Background: an optimization exercise with open tools, aiming at small area, a short achievable clock period and few clock cycles. Do not read the settings as production practice.
Only simulation tests tie the RTL to the original design; equivalence was not proved.

==> design/flow/design.v <==
module cvu_core (
    input  wire         clk,
    input  wire         rst,
    input  wire         go,
    input  wire [1:0]   go_alg,
    input  wire         go_init,
    input  wire         go_final,
    input  wire [30:0]  go_len,
    input  wire         ctx_we,
    input  wire [3:0]   ctx_sel,
    input  wire [31:0]  ctx_wdata,
    input  wire         done_clr,
    input  wire         in_valid,
    output wire         in_ready,
    input  wire [31:0]  in_data,
    output wire         busy,
    output reg          done,
    output reg          finalised,
    output reg  [3:0]   cfg_err,
    output wire [255:0] state,
    output wire [63:0]  count
);
    localparam ALG_CRC32C = 2'd0;
    localparam ALG_CRC32  = 2'd1;
    localparam ALG_CRC16  = 2'd2;
    localparam ALG_SHA256 = 2'd3;
    localparam S_IDLE  = 3'd0;
    localparam S_CRC   = 3'd1;   
    localparam S_LOAD  = 3'd2;   
    localparam S_PAD   = 3'd3;   
    localparam S_PAD2  = 3'd4;   
    localparam S_ROUND = 3'd5;   
    localparam S_ADD   = 3'd6;   
    reg  [2:0]  fsm;
    reg  [1:0]  alg;
    reg         fin;         
    reg  [30:0] rem;         
    reg  [5:0]  bpos;        
    reg         last_blk;    
    reg         len_blk;     
    reg  [5:0]  rnd;
    reg  [31:0] st [0:7];    
    reg  [63:0] cnt;         
    reg  [31:0] w  [0:15];   
    reg  [31:0] va, vb, vc, vd, ve, vf, vg, vh;
    integer i;
    function [31:0] rotr(input [31:0] x, input integer n);
        rotr = (x >> n) | (x << (32 - n));
    endfunction
    function [31:0] sha_iv(input [2:0] idx);
        case (idx)
            3'd0: sha_iv = 32'h6a09e667; 3'd1: sha_iv = 32'hbb67ae85;
            3'd2: sha_iv = 32'h3c6ef372; 3'd3: sha_iv = 32'ha54ff53a;
            3'd4: sha_iv = 32'h510e527f; 3'd5: sha_iv = 32'h9b05688c;
            3'd6: sha_iv = 32'h1f83d9ab; default: sha_iv = 32'h5be0cd19;
        endcase
    endfunction
    function [31:0] crc_refl_byte(input [31:0] c, input [7:0] b, input [31:0] poly_rev);
        integer k;
        reg [31:0] x;
        begin
            x = c ^ {24'd0, b};
            for (k = 0; k < 8; k = k + 1)
                x = x[0] ? ((x >> 1) ^ poly_rev) : (x >> 1);
            crc_refl_byte = x;
        end
    endfunction
    function [15:0] crc16_byte(input [15:0] c, input [7:0] b);
        integer k;
        reg [15:0] x;
        begin
            x = c ^ {b, 8'd0};
            for (k = 0; k < 8; k = k + 1)
                x = x[15] ? ((x << 1) ^ 16'h1021) : (x << 1);
            crc16_byte = x;
        end
    endfunction
    wire [2:0] nbytes = (rem >= 31'd4) ? 3'd4 : rem[2:0];    
    wire       take   = in_valid && in_ready;
    assign in_ready = ((fsm == S_CRC) || (fsm == S_LOAD)) && (rem != 31'd0);
    assign busy     = (fsm != S_IDLE);
    reg [31:0] crc_next;
    always @(*) begin
        crc_next = st[0];
        for (i = 0; i < 4; i = i + 1) begin
            if (i < nbytes) begin
                case (alg)
                    ALG_CRC32C: crc_next = crc_refl_byte(crc_next, in_data[8*i +: 8], 32'h82F63B78);
                    ALG_CRC32:  crc_next = crc_refl_byte(crc_next, in_data[8*i +: 8], 32'hEDB88320);
                    default:    crc_next = {16'd0, crc16_byte(crc_next[15:0], in_data[8*i +: 8])};
                endcase
            end
        end
    end
    reg [31:0] sha_word;
    always @(*) begin
        sha_word = 32'd0;
        for (i = 0; i < 4; i = i + 1)
            if (i < nbytes)
                sha_word[31 - 8*i -: 8] = in_data[8*i +: 8];
    end
    wire [63:0] bit_len = {cnt[60:0], 3'b000};
    reg  [511:0] blk_cur;
    reg  [511:0] blk_pad;
    always @(*) begin
        for (i = 0; i < 16; i = i + 1)
            blk_cur[511 - 32*i -: 32] = w[i];
        for (i = 0; i < 64; i = i + 1) begin
            if (i < bpos)       blk_pad[511 - 8*i -: 8] = blk_cur[511 - 8*i -: 8];
            else if (i == bpos) blk_pad[511 - 8*i -: 8] = 8'h80;
            else                blk_pad[511 - 8*i -: 8] = 8'h00;
        end
        if (bpos < 6'd56)
            blk_pad[63:0] = bit_len;
    end
    reg [31:0] k_t;
    always @(*) begin
        case (rnd)
            6'd0:  k_t = 32'h428a2f98; 6'd1:  k_t = 32'h71374491;
            6'd2:  k_t = 32'hb5c0fbcf; 6'd3:  k_t = 32'he9b5dba5;
            6'd4:  k_t = 32'h3956c25b; 6'd5:  k_t = 32'h59f111f1;
            6'd6:  k_t = 32'h923f82a4; 6'd7:  k_t = 32'hab1c5ed5;
            6'd8:  k_t = 32'hd807aa98; 6'd9:  k_t = 32'h12835b01;
            6'd10: k_t = 32'h243185be; 6'd11: k_t = 32'h550c7dc3;
            6'd12: k_t = 32'h72be5d74; 6'd13: k_t = 32'h80deb1fe;
            6'd14: k_t = 32'h9bdc06a7; 6'd15: k_t = 32'hc19bf174;
            6'd16: k_t = 32'he49b69c1; 6'd17: k_t = 32'hefbe4786;
            6'd18: k_t = 32'h0fc19dc6; 6'd19: k_t = 32'h240ca1cc;
            6'd20: k_t = 32'h2de92c6f; 6'd21: k_t = 32'h4a7484aa;
            6'd22: k_t = 32'h5cb0a9dc; 6'd23: k_t = 32'h76f988da;
            6'd24: k_t = 32'h983e5152; 6'd25: k_t = 32'ha831c66d;
            6'd26: k_t = 32'hb00327c8; 6'd27: k_t = 32'hbf597fc7;
            6'd28: k_t = 32'hc6e00bf3; 6'd29: k_t = 32'hd5a79147;
            6'd30: k_t = 32'h06ca6351; 6'd31: k_t = 32'h14292967;
            6'd32: k_t = 32'h27b70a85; 6'd33: k_t = 32'h2e1b2138;
            6'd34: k_t = 32'h4d2c6dfc; 6'd35: k_t = 32'h53380d13;
            6'd36: k_t = 32'h650a7354; 6'd37: k_t = 32'h766a0abb;
            6'd38: k_t = 32'h81c2c92e; 6'd39: k_t = 32'h92722c85;
            6'd40: k_t = 32'ha2bfe8a1; 6'd41: k_t = 32'ha81a664b;
            6'd42: k_t = 32'hc24b8b70; 6'd43: k_t = 32'hc76c51a3;
            6'd44: k_t = 32'hd192e819; 6'd45: k_t = 32'hd6990624;
            6'd46: k_t = 32'hf40e3585; 6'd47: k_t = 32'h106aa070;
            6'd48: k_t = 32'h19a4c116; 6'd49: k_t = 32'h1e376c08;
            6'd50: k_t = 32'h2748774c; 6'd51: k_t = 32'h34b0bcb5;
            6'd52: k_t = 32'h391c0cb3; 6'd53: k_t = 32'h4ed8aa4a;
            6'd54: k_t = 32'h5b9cca4f; 6'd55: k_t = 32'h682e6ff3;
            6'd56: k_t = 32'h748f82ee; 6'd57: k_t = 32'h78a5636f;
            6'd58: k_t = 32'h84c87814; 6'd59: k_t = 32'h8cc70208;
            6'd60: k_t = 32'h90befffa; 6'd61: k_t = 32'ha4506ceb;
            6'd62: k_t = 32'hbef9a3f7; default: k_t = 32'hc67178f2;
        endcase
    end
    wire [31:0] s1   = rotr(ve, 6) ^ rotr(ve, 11) ^ rotr(ve, 25);
    wire [31:0] ch   = (ve & vf) ^ (~ve & vg);
    wire [31:0] t1   = vh + s1 + ch + k_t + w[0];
    wire [31:0] s0   = rotr(va, 2) ^ rotr(va, 13) ^ rotr(va, 22);
    wire [31:0] maj  = (va & vb) ^ (va & vc) ^ (vb & vc);
    wire [31:0] t2   = s0 + maj;
    wire [31:0] ms0  = rotr(w[1], 7) ^ rotr(w[1], 18) ^ (w[1] >> 3);
    wire [31:0] ms1  = rotr(w[14], 17) ^ rotr(w[14], 19) ^ (w[14] >> 10);
    wire [31:0] wnew = ms1 + w[9] + ms0 + w[0];
    wire [63:0] cnt_eff = go_init ? 64'd0 : cnt;
    reg  [3:0]  go_err;
    always @(*) begin
        if ((go_len > 31'h4000_0000) || (go_len == 31'd0 && !go_final))
            go_err = 4'd2;
        else if (go_alg == ALG_SHA256 && !go_final &&
                 (go_len[5:0] != 6'd0 || cnt_eff[5:0] != 6'd0))
            go_err = 4'd3;
        else if (!go_init && finalised)
            go_err = 4'd4;
        else if (busy)
            go_err = 4'd5;
        else
            go_err = 4'd0;
    end
    always @(posedge clk) begin
        if (rst) begin
            fsm       <= S_IDLE;
            alg       <= 2'd0;
            fin       <= 1'b0;
            rem       <= 31'd0;
            bpos      <= 6'd0;
            last_blk  <= 1'b0;
            len_blk   <= 1'b0;
            rnd       <= 6'd0;
            cnt       <= 64'd0;
            done      <= 1'b0;
            finalised <= 1'b0;
            cfg_err   <= 4'd0;
            for (i = 0; i < 8; i = i + 1)
                st[i] <= 32'd0;
        end else begin
            if (done_clr)
                done <= 1'b0;
            if (go && busy)
                cfg_err <= go_err;
            case (fsm)
            S_IDLE: begin
                if (go) begin
                    cfg_err <= go_err;
                    if (go_err == 4'd0) begin
                        alg  <= go_alg;
                        fin  <= go_final;
                        rem  <= go_len;
                        bpos <= 6'd0;
                        if (go_init) begin
                            cnt       <= 64'd0;
                            finalised <= 1'b0;
                            for (i = 0; i < 8; i = i + 1)
                                st[i] <= (go_alg == ALG_SHA256) ? sha_iv(i[2:0]) : 32'd0;
                            if (go_alg == ALG_CRC16)
                                st[0] <= 32'h0000_FFFF;
                            else if (go_alg != ALG_SHA256)
                                st[0] <= 32'hFFFF_FFFF;
                        end
                        fsm <= (go_alg == ALG_SHA256) ? S_LOAD : S_CRC;
                    end
                end else if (ctx_we && ctx_sel <= 4'd9) begin
                    finalised <= 1'b0;
                    case (ctx_sel)
                        4'd8:    cnt[31:0]  <= ctx_wdata;
                        4'd9:    cnt[63:32] <= ctx_wdata;
                        default: st[ctx_sel[2:0]] <= ctx_wdata;
                    endcase
                end
            end
            S_CRC: begin
                if (rem == 31'd0) begin
                    fsm       <= S_IDLE;
                    done      <= 1'b1;
                    finalised <= fin;
                end else if (take) begin
                    st[0] <= crc_next;
                    rem   <= rem - {28'd0, nbytes};
                    cnt   <= cnt + {61'd0, nbytes};
                end
            end
            S_LOAD: begin
                if (rem == 31'd0) begin
                    if (fin) begin
                        fsm <= S_PAD;
                    end else begin
                        fsm  <= S_IDLE;
                        done <= 1'b1;
                    end
                end else if (take) begin
                    w[bpos[5:2]] <= sha_word;
                    rem  <= rem - {28'd0, nbytes};
                    cnt  <= cnt + {61'd0, nbytes};
                    bpos <= bpos + {3'd0, nbytes};
                    if (bpos + {3'd0, nbytes} == 6'd0) begin   
                        fsm      <= S_ROUND;
                        rnd      <= 6'd0;
                        last_blk <= 1'b0;
                        len_blk  <= 1'b0;
                        va <= st[0]; vb <= st[1]; vc <= st[2]; vd <= st[3];
                        ve <= st[4]; vf <= st[5]; vg <= st[6]; vh <= st[7];
                    end
                end
            end
            S_PAD: begin
                for (i = 0; i < 16; i = i + 1)
                    w[i] <= blk_pad[511 - 32*i -: 32];
                fsm      <= S_ROUND;
                rnd      <= 6'd0;
                last_blk <= (bpos < 6'd56);
                len_blk  <= (bpos >= 6'd56);
                va <= st[0]; vb <= st[1]; vc <= st[2]; vd <= st[3];
                ve <= st[4]; vf <= st[5]; vg <= st[6]; vh <= st[7];
            end
            S_PAD2: begin
                for (i = 0; i < 14; i = i + 1)
                    w[i] <= 32'd0;
                w[14]    <= bit_len[63:32];
                w[15]    <= bit_len[31:0];
                fsm      <= S_ROUND;
                rnd      <= 6'd0;
                last_blk <= 1'b1;
                len_blk  <= 1'b0;
                va <= st[0]; vb <= st[1]; vc <= st[2]; vd <= st[3];
                ve <= st[4]; vf <= st[5]; vg <= st[6]; vh <= st[7];
            end
            S_ROUND: begin
                vh <= vg;
                vg <= vf;
                vf <= ve;
                ve <= vd + t1;
                vd <= vc;
                vc <= vb;
                vb <= va;
                va <= t1 + t2;
                for (i = 0; i < 15; i = i + 1)
                    w[i] <= w[i + 1];
                w[15] <= wnew;
                rnd <= rnd + 6'd1;
                if (rnd == 6'd63)
                    fsm <= S_ADD;
            end
            S_ADD: begin
                st[0] <= st[0] + va; st[1] <= st[1] + vb;
                st[2] <= st[2] + vc; st[3] <= st[3] + vd;
                st[4] <= st[4] + ve; st[5] <= st[5] + vf;
                st[6] <= st[6] + vg; st[7] <= st[7] + vh;
                bpos <= 6'd0;
                if (len_blk) begin
                    fsm <= S_PAD2;
                end else if (last_blk) begin
                    fsm       <= S_IDLE;
                    done      <= 1'b1;
                    finalised <= 1'b1;
                end else begin
                    fsm <= S_LOAD;
                end
            end
            default: fsm <= S_IDLE;
            endcase
        end
    end
    assign state = {st[7], st[6], st[5], st[4], st[3], st[2], st[1], st[0]};
    assign count = cnt;
endmodule
==> design/flow/run.sh <==
#!/bin/bash
# synth_recipe.tcl (not shown) runs the flow's synth.tcl, then flattens the netlist and writes it again
# the make line also repeats each setting of config.mk as NAME=value (left out here)
make -C /OpenROAD-flow-scripts/flow DESIGN_CONFIG=/design/flow/config.mk WORK_HOME=/design/flow/orfs CLKGATE_MAP_FILE= SYNTH_SCRIPT=/design/flow/synth_recipe.tcl finish
==> design/flow/config.mk <==
export PLATFORM = sky130hd
export DESIGN_NAME = cvu_core
export DESIGN_NICKNAME = cvu_core
export VERILOG_FILES = /design/flow/design.v
export SDC_FILE = /design/flow/constraint.sdc
export NUM_CORES = 4
export LEC_CHECK = 0
export CAP_MARGIN = 20
export CORE_MARGIN = 2
export CORE_UTILIZATION = 35
export PLACE_DENSITY = 0.55
export SLEW_MARGIN = 20
==> design/flow/constraint.sdc <==
create_clock -name core_clock -period 11.0 [get_ports {clk}]
set_input_delay 2.2000 -clock core_clock [delete_from_list [all_inputs] [get_ports {clk}]]
set_output_delay 2.2000 -clock core_clock [all_outputs]
set_load 0.01 [all_outputs]
==> run summary <==
-- worst max-delay path by stage --
stage                     from         to  slack [ps]  cells after the start
detailed placement  in_data[7]  st[0][25]         390                     27
global route            ve[25]     va[31]         520                     37
CTS                 in_data[7]  st[0][12]        1220                     23
floorplan              rem[11]      va[0]         130                     16
global placement    in_data[7]  st[0][12]         470                     23
finish              in_data[7]  st[0][12]        1120                     23
-- cell type report --
class	count	area [um2]
inverter	449	1685
timing repair buffer	780	6988
antenna	27	67.56
clock inverter	83	910.9
tap	3348	4189
sequential	1177	33500
multi-input combinational	7759	51510
fill	24960	148800
clock buffer	189	3946
-- per-layer routing --
| layer | track usage | share of wire |
|---|---|---|
| met5 | 0 | 0.00028 |
| met4 | 0.1750 | 0.061 |
| met3 | 0.06371 | 0.094 |
| met2 | 0.4878 | 0.43 |
| met1 | 0.4374 | 0.41 |
-- sequential cells by signal, summed over array words and instances, names as in the netlist, 32 cells and up --
signal  flops
cnt        64
w         512
st        256
k_t        32
vb         32
vh         32
ve         32
vg         32
vf         32
vc         32
vd         32
va         32
-- metrics by stage --
stage	setup slack, ps	instance area [um2]	instances
finish	1122	102800	13810
global route	516.0	102700	13790
detailed placement	388.8	97830	13510
floorplan	125.0	88730	10000
global placement	471.3	97800	13510
CTS	1216	102700	13780
-- cell usage in the layout, fill, tap and decap left out, types with 41 or more instances in the layout --
master                            count
sky130_fd_sc_hd__dfxtp_1            183
sky130_fd_sc_hd__or3_1               44
sky130_fd_sc_hd__a21oi_1            679
sky130_fd_sc_hd__o21ai_0            657
sky130_fd_sc_hd__and3_1              63
sky130_fd_sc_hd__xnor3_1             60
sky130_fd_sc_hd__clkbuf_16          147
sky130_fd_sc_hd__o211ai_1            56
sky130_fd_sc_hd__a221o_1             42
sky130_fd_sc_hd__nor3_1             187
sky130_fd_sc_hd__buf_4              341
sky130_fd_sc_hd__ha_1               396
sky130_fd_sc_hd__o31ai_1             50
sky130_fd_sc_hd__xnor2_1            733
sky130_fd_sc_hd__and2_1              41
sky130_fd_sc_hd__a221oi_1            66
sky130_fd_sc_hd__a211oi_1           100
sky130_fd_sc_hd__o22ai_1             47
sky130_fd_sc_hd__xor2_1             257
sky130_fd_sc_hd__mux2i_1             41
sky130_fd_sc_hd__edfxtp_1           992
sky130_fd_sc_hd__nand3_1            150
sky130_fd_sc_hd__fa_1               197
sky130_fd_sc_hd__inv_1              439
sky130_fd_sc_hd__nand2b_1            50
sky130_fd_sc_hd__a21o_1             105
sky130_fd_sc_hd__nor2_1             646
sky130_fd_sc_hd__o21bai_1            97
sky130_fd_sc_hd__clkdlybuf4s50_1    434
sky130_fd_sc_hd__a31oi_1             79
sky130_fd_sc_hd__a22oi_1             64
sky130_fd_sc_hd__nand2_1           2172
-- logic make-up (layout without fill, tap and decap cells) --
| family | count (synthesis) | in the layout | synth area share |
|---|---|---|---|
| AOI/OAI and AO/OA | 2418 | 2418 | 0.1722 |
| xor gates and xnor gates | 1108 | 1108 | 0.1273 |
| adders and majority gates | 595 | 595 | 0.1005 |
| buffers and inverters | 1068 | 1501 | 0.04584 |
| DFF | 1177 | 1177 | 0.3775 |
| muxes | 79 | 79 | 0.009448 |
| other | 1 | 28 | 0.00004226 |
| and+or+nand+nor | 3558 | 3558 | 0.1672 |
==> run summary <==
Summing every instance area after synthesis gives 88730 um2. The top-area cell type share of the netlist area came out at 0.3357. The final weighted congestion in routability-driven placement is 0.9763. The via count of the first global-routing pass came out at 76450.

The average routed wire per standard cell came out at 31.14 um. The fmax is 101.2 MHz. The type of element capturing the critical path is a register. For this design, the slowest cell found on the critical path is sky130_fd_sc_hd__clkdlybuf4s50_1. The final-layout worst hold slack came out at 479.0 ps. The final layout contains routed wiring with a total length of 430100 um. The period utilization came out at 0.8980. The count of unique library cells instantiated by Yosys came out at 108.

TritonCTS built the clock tree. Broken down by cell family, the worst path's largest delay share belongs to XOR/XNOR gates. The wire length of the first global-routing pass came out at 595800 um. The total congestion overflow after global routing came out at 0. The CTS clock-pin slew for the worst setup and hold paths came out at 60 ps.

The placeable core region came out at 251600 um2. From synthesis to final layout, the design area changed by 15.85%. Walking the worst path, the cells encountered are clkdlybuf4s50_1 -> xnor2_2 -> buf_4 -> xnor3_2 -> o32ai_1 -> or4_1 -> and3_1 -> xnor3_1 -> xnor3_1 -> mux2i_1 -> o211a_1 -> xnor3_1 -> xnor2_1 -> xnor2_1 -> xnor2_1 -> o21ai_1 -> o21ai_1 -> xnor3_1 -> xor2_1 -> xnor2_1 -> a221oi_1 -> o21ai_0 -> a21o_1.

The count of vias placed by the detailed router is 81540. The routed design could run at a clock period as short as 9878 ps. The setup violation total in the final timing report came out at 0. In the synthesized netlist, the number of instances is 10000. The quantity of hold-fixing buffers added after cts came out at 0.

In this run the worst hold path is classified as reg -> reg. The net total in the final layout came out at 11020. After detailed routing, the number of remaining DRC violations is 0.

Across all register-to-register paths, the minimum setup slack is 1230 ps. The path with the worst hold slack has its endpoint at cfg_err[3]. The worst stage delay on the critical path came out at 800 ps. Of all cell types, the one taking the most synthesized area is sky130_fd_sc_hd__edfxtp_1.

The share of the Yosys chip area taken by registers is 0.3775. The mean number of vias per cell came out at 5.904. For this run, the leading register cell type out of synthesis is sky130_fd_sc_hd__edfxtp_1. The final count of hold timing violations is 0.

The largest net degree at the start of global routing came out at 187. The total track usage came out at 0.3241. The final core utilization came out at 0.4085. The cell depth of the worst hold path is 1. The category of the worst setup path launch point is an input port. The endpoint identified for the worst register-to-register timing path is va[31].

The floorplan step set the die width to 507.5 um. Clock tree synthesis selected as its root buffer the cell sky130_fd_sc_hd__clkbuf_16. The post-cts repair resize count is 0. In this run the count of I/O pins placed on the die edge is 437. At the worst endpoint, the required time is 11550 ps.

In this run the critical register-to-register path is launched from ve[27]. The proportion of synthesized flip-flops having asynchronous set or reset is 0. The number of pins exceeding their max-slew limit in the final report is 0.

The clock net in this run drives a total of 1177 sinks. The total negative slack for setup checks came out at 0 ps. The count of input and output buffers came out at 436.

The class of the most critical setup path is in -> reg. The mean area per synthesized cell is 8.869 um2. The share of post-route cells with drive strength above 1 came out at 0.07378.

The total number of placement rows is 184. The count of state elements after synthesis came out at 1177. The buffer and inverter count on the worst path came out at 2.

The H-tree depth reported by CTS came out at 4. The first-pass detailed-route iteration total came out at 6. The flow ran to the end and the layout has no timing, DRC or antenna violations. Once the clock tree was built, the setup fixing pass inserted 0 buffers. The vertical die dimension came out at 507.5 um.

The tightest slew margin relative to the limit is 0.1583. Of all nets on the critical path, the largest fanout is 9. At the worst endpoint, the arrival time is 10420 ps.

The number of buffers created by CTS came out at 147. The sum of net half-perimeters after detailed placement came out at 326500 um. The slew at the pin closest to its max-slew limit came out at 1249 ps.

Setup repair after global routing left no endpoint under its margin. The source of the worst hold timing path is cfg_err[3]. The depth of the worst register-to-register path came out at 41.

The maximum clock skew at final layout came out at 92.65 ps. The synthesized netlist net count came out at 10710. The DRC marker count from the first detailed-route iteration is 11070.

For this configuration, the core starts out at a cell density of 0.3526. The later pin in the worst-skew pair is clocked with a latency of 870 ps. The most common cell in the synthesized netlist is sky130_fd_sc_hd__nand2_1.

Max-cap violations in this run came to 0. For this run, the number of Yosys warnings is 1. The number of antenna violations at the first check in global routing came out at 39. In this run the remaining antenna-violating nets after routing total 0.

The clock passes through at most 3 buffers. Sorting the synthesized cells by area gives the leading types as sky130_fd_sc_hd__edfxtp_1 34%, sky130_fd_sc_hd__nand2_1 9.2%, sky130_fd_sc_hd__xnor2_1 7.2%. The number of synthesized flops with an enable pin is 992.

After synthesis, the most frequently instantiated cells are 2176 x sky130_fd_sc_hd__nand2_1, 992 x sky130_fd_sc_hd__edfxtp_1, 734 x sky130_fd_sc_hd__xnor2_1, 686 x sky130_fd_sc_hd__a21oi_1, 667 x sky130_fd_sc_hd__o21ai_0. The die covers 257600 um2.
Testbench counts, summed over its fixed seeds: cycles 41,803.

==> separate check: timing with driven ports <==
No port has a modelled driver above. Below, the same layout with a new extraction and two added sets of constraints.
Step 1 sets driving cells, clkbuf_16 on the clock port and buf_2 on the other inputs (assumed; they add their load-dependent delay and slew).
Step 2 also shifts input and output timing later by t, the mid clock arrival at the registers, as if the neighbouring blocks saw the same clock.
Three values: ideal, step 1, step 2; two values: the first two.
t (ns): 0.931
slack for setup (ns): 1.122 / 1.199 / 0.268
worst data-port slew with drivers (ns): 0.20
After both steps this run still meets setup and hold. For this run, drivers alone change the setup slack by +0.077 ns; drivers and shift together by -0.854 ns.
